Context: an optimization exercise on an open-source flow, tuned for small area, a short achievable clock period and few clock cycles. The choices shown serve that exercise and are no tape-out recipe.
Only simulation tests tie the RTL to the original design; equivalence was not proved.
No activity file was given, so power comes from the tool's default toggle rates.

==> flow/design.v (excerpt) <==
module crc_unit (
    input  wire        clk,
    input  wire        rst,           
    input  wire        req_valid,
    output wire        req_ready,
    input  wire        req_write,
    input  wire [2:0]  req_addr,      
    input  wire [31:0] req_wdata,
    output reg         rsp_valid,
    output reg  [31:0] rsp_rdata,
    output reg         exc            
);
    localparam [2:0] A_POLY   = 3'd0,
                     A_CFG    = 3'd1,
                     A_INIT   = 3'd2,
                     A_VALUE  = 3'd3,
                     A_RESULT = 3'd4,
                     A_IN8    = 3'd5,
                     A_IN16   = 3'd6,
                     A_IN32   = 3'd7;
    reg [31:0] poly;                  
    reg [31:0] init;                  
    reg [31:0] rnat;                  
    reg [31:0] rref;                  
    reg [4:0]  wm1;                   
    reg        refin, refout, invert;
  ...
export LEC_CHECK = 0
export CAP_MARGIN = 20
export CORE_MARGIN = 2
export CORE_UTILIZATION = 65
export SLEW_MARGIN = 20
export SYNTH_HIERARCHICAL = 1
create_clock -name core_clock -period 17.0 [get_ports {clk}]
standard.sh (not shown) runs the stock make flow with config.mk's settings and CLKGATE_MAP_FILE= SYNTH_SCRIPT=/design/flow/synth_recipe.tcl, a recipe that flattens the netlist after the stock synthesis.
==> flow/flow/run.sh <==
#!/bin/bash
# The standard layout (standard.sh: ORFS with the standard synthesis), with
#  - port buffers of sky130_fd_sc_hd__buf_4 instead of the default buffer, and
#  - timing repair aimed at a setup slack margin; the SDC (clock period and
#    I/O delays) is unchanged.
# make's output goes to standard.log; ORFS keeps each step's log under orfs/logs.
set -euo pipefail
bash standard.sh \
    "BUFFER_PORTS_ARGS=-buffer_cell sky130_fd_sc_hd__buf_4" \
    SETUP_SLACK_MARGIN=12.4 \
    finish > standard.log 2>&1
Testbench counts at the start, summed over its fixed seeds: cycles 69,597.
Next try:
Settings changed: CORE_UTILIZATION 65 to 50.
Effect: The new run completed with no timing, DRC or antenna violations; sequential cell count stays the same; combinational power stays flat; first-iteration DRC count falls by a quarter to a third; power rose slightly; synthesized area is unchanged; critical path depth falls by 15; global-route usage falls by 8.5 points.

========
harbor:
Another version of the RTL of crc_unit (not shown whole).
Size: roughly 3,500 cells after synthesis, roughly 230 flip-flops, about 74 I/O pins.
clock: 17.0 ns
lec_check: 0
cap_margin: 20
core_margin: 2
core_utilization: 25
slew_margin: 20
run.sh (not shown) runs the stock make flow with config.mk's settings and CLKGATE_MAP_FILE= SYNTH_SCRIPT=/design/flow/synth_recipe.tcl, a recipe that flattens the netlist after the stock synthesis.
Stock flow here: none of the scripts above is used.
Testbench counts of harbor, summed over its fixed seeds: cycles 69,597.
[inputs] nickel vs harbor
-- flow/config.mk --
<<< harbor, line 7
export LEC_CHECK = 0
export CAP_MARGIN = 20
export CORE_MARGIN = 2
export CORE_UTILIZATION = 25
export SLEW_MARGIN = 20
>>> nickel, line 7
export LEC_CHECK = 0
export ABC_AREA = 1
export CAP_MARGIN = 60
export CORE_MARGIN = 2
export CORE_UTILIZATION = 50
export SLEW_MARGIN = 60
nickel vs harbor — standard-cell row count dropped by more than a quarter. Worst-case clock skew was lower in the run labelled nickel. Simple-gate portion of the synthesized area up 31 points in nickel wrt harbor. On final non-filler cell area, harbor beats nickel. nickel reports its slowest cell on the critical path as sky130_fd_sc_hd__dfxtp_1 while harbor reports sky130_fd_sc_hd__o21ai_0.
What ember does differently from nickel at the input level:
-- flow/config.mk --
<<< nickel, line 7
export LEC_CHECK = 0
export ABC_AREA = 1
export CAP_MARGIN = 60
export CORE_MARGIN = 2
export CORE_UTILIZATION = 50
export SLEW_MARGIN = 60
>>> ember, line 7
export LEC_CHECK = 0
export CAP_MARGIN = 80
export CORE_MARGIN = 2
export CORE_UTILIZATION = 25
export SLEW_MARGIN = 80
[summary]
In the route summary, ember ends up with a via count below that of nickel. Total power draw: ember > nickel. The largest family of logic cells by synthesized area comes out simple AND/OR/NAND/NOR gates in one run and compound AO/OA/AOI/OAI gates in the other, namely in nickel and ember respectively. Number of buffers outside the clock class in the layout: nickel and ember compared, higher one is ember. [compare] base=nickel new=ember: multi-input gate share of total cell area now sits higher, wire length now sits higher, share of power burned in registers now sits lower, critical path depth now sits lower.

## separate check: timing with driven ports
Ports are ideal in the flow. The routed layouts listed here were re-timed in OpenROAD.
Step 1 (the two cells are an assumption about what drives the block):
set clk [get_ports {clk}]
set_driving_cell -lib_cell sky130_fd_sc_hd__clkbuf_16 $clk
set_driving_cell -lib_cell sky130_fd_sc_hd__buf_2 [delete_from_list [all_inputs] $clk]
Step 2, shift: input delay + t, output delay - t, t = (earliest + latest rising clock arrival at the registers) / 2. This alone moves slack from input paths to output paths.
Three values: no drivers, after step 1, after step 2; two values: the first two.
| run | shift t [ns] | setup WS [ns] | hold WS [ns] | worst setup path after step 2 | pins driven straight from the clock port |
|---|---|---|---|---|---|
| the first run of note 1 | 0.633 | 12.096 / 12.096 / 11.696 | 0.473 / 0.473 / 0.473 | input to register | 1 |
| the second run of note 1 | 0.655 | 12.380 / 12.319 / 11.693 | 0.462 / 0.462 / 0.462 | input to register | 1 |
| harbor | 0.675 | 6.890 / 6.890 / 6.890 | 0.458 / 0.458 / 0.458 | register to register | 1 |
| nickel | 0.643 | 9.235 / 9.235 / 9.235 | 0.475 / 0.475 / 0.475 | register to register | 1 |
| ember | 0.688 | 7.438 / 7.438 / 7.438 | 0.453 / 0.453 / 0.453 | register to register | 1 |
After both steps setup and hold are still met in every run listed. For the second run of note 1, which loses most, drivers alone change the setup slack by -0.061 ns; drivers and shift together by -0.687 ns.
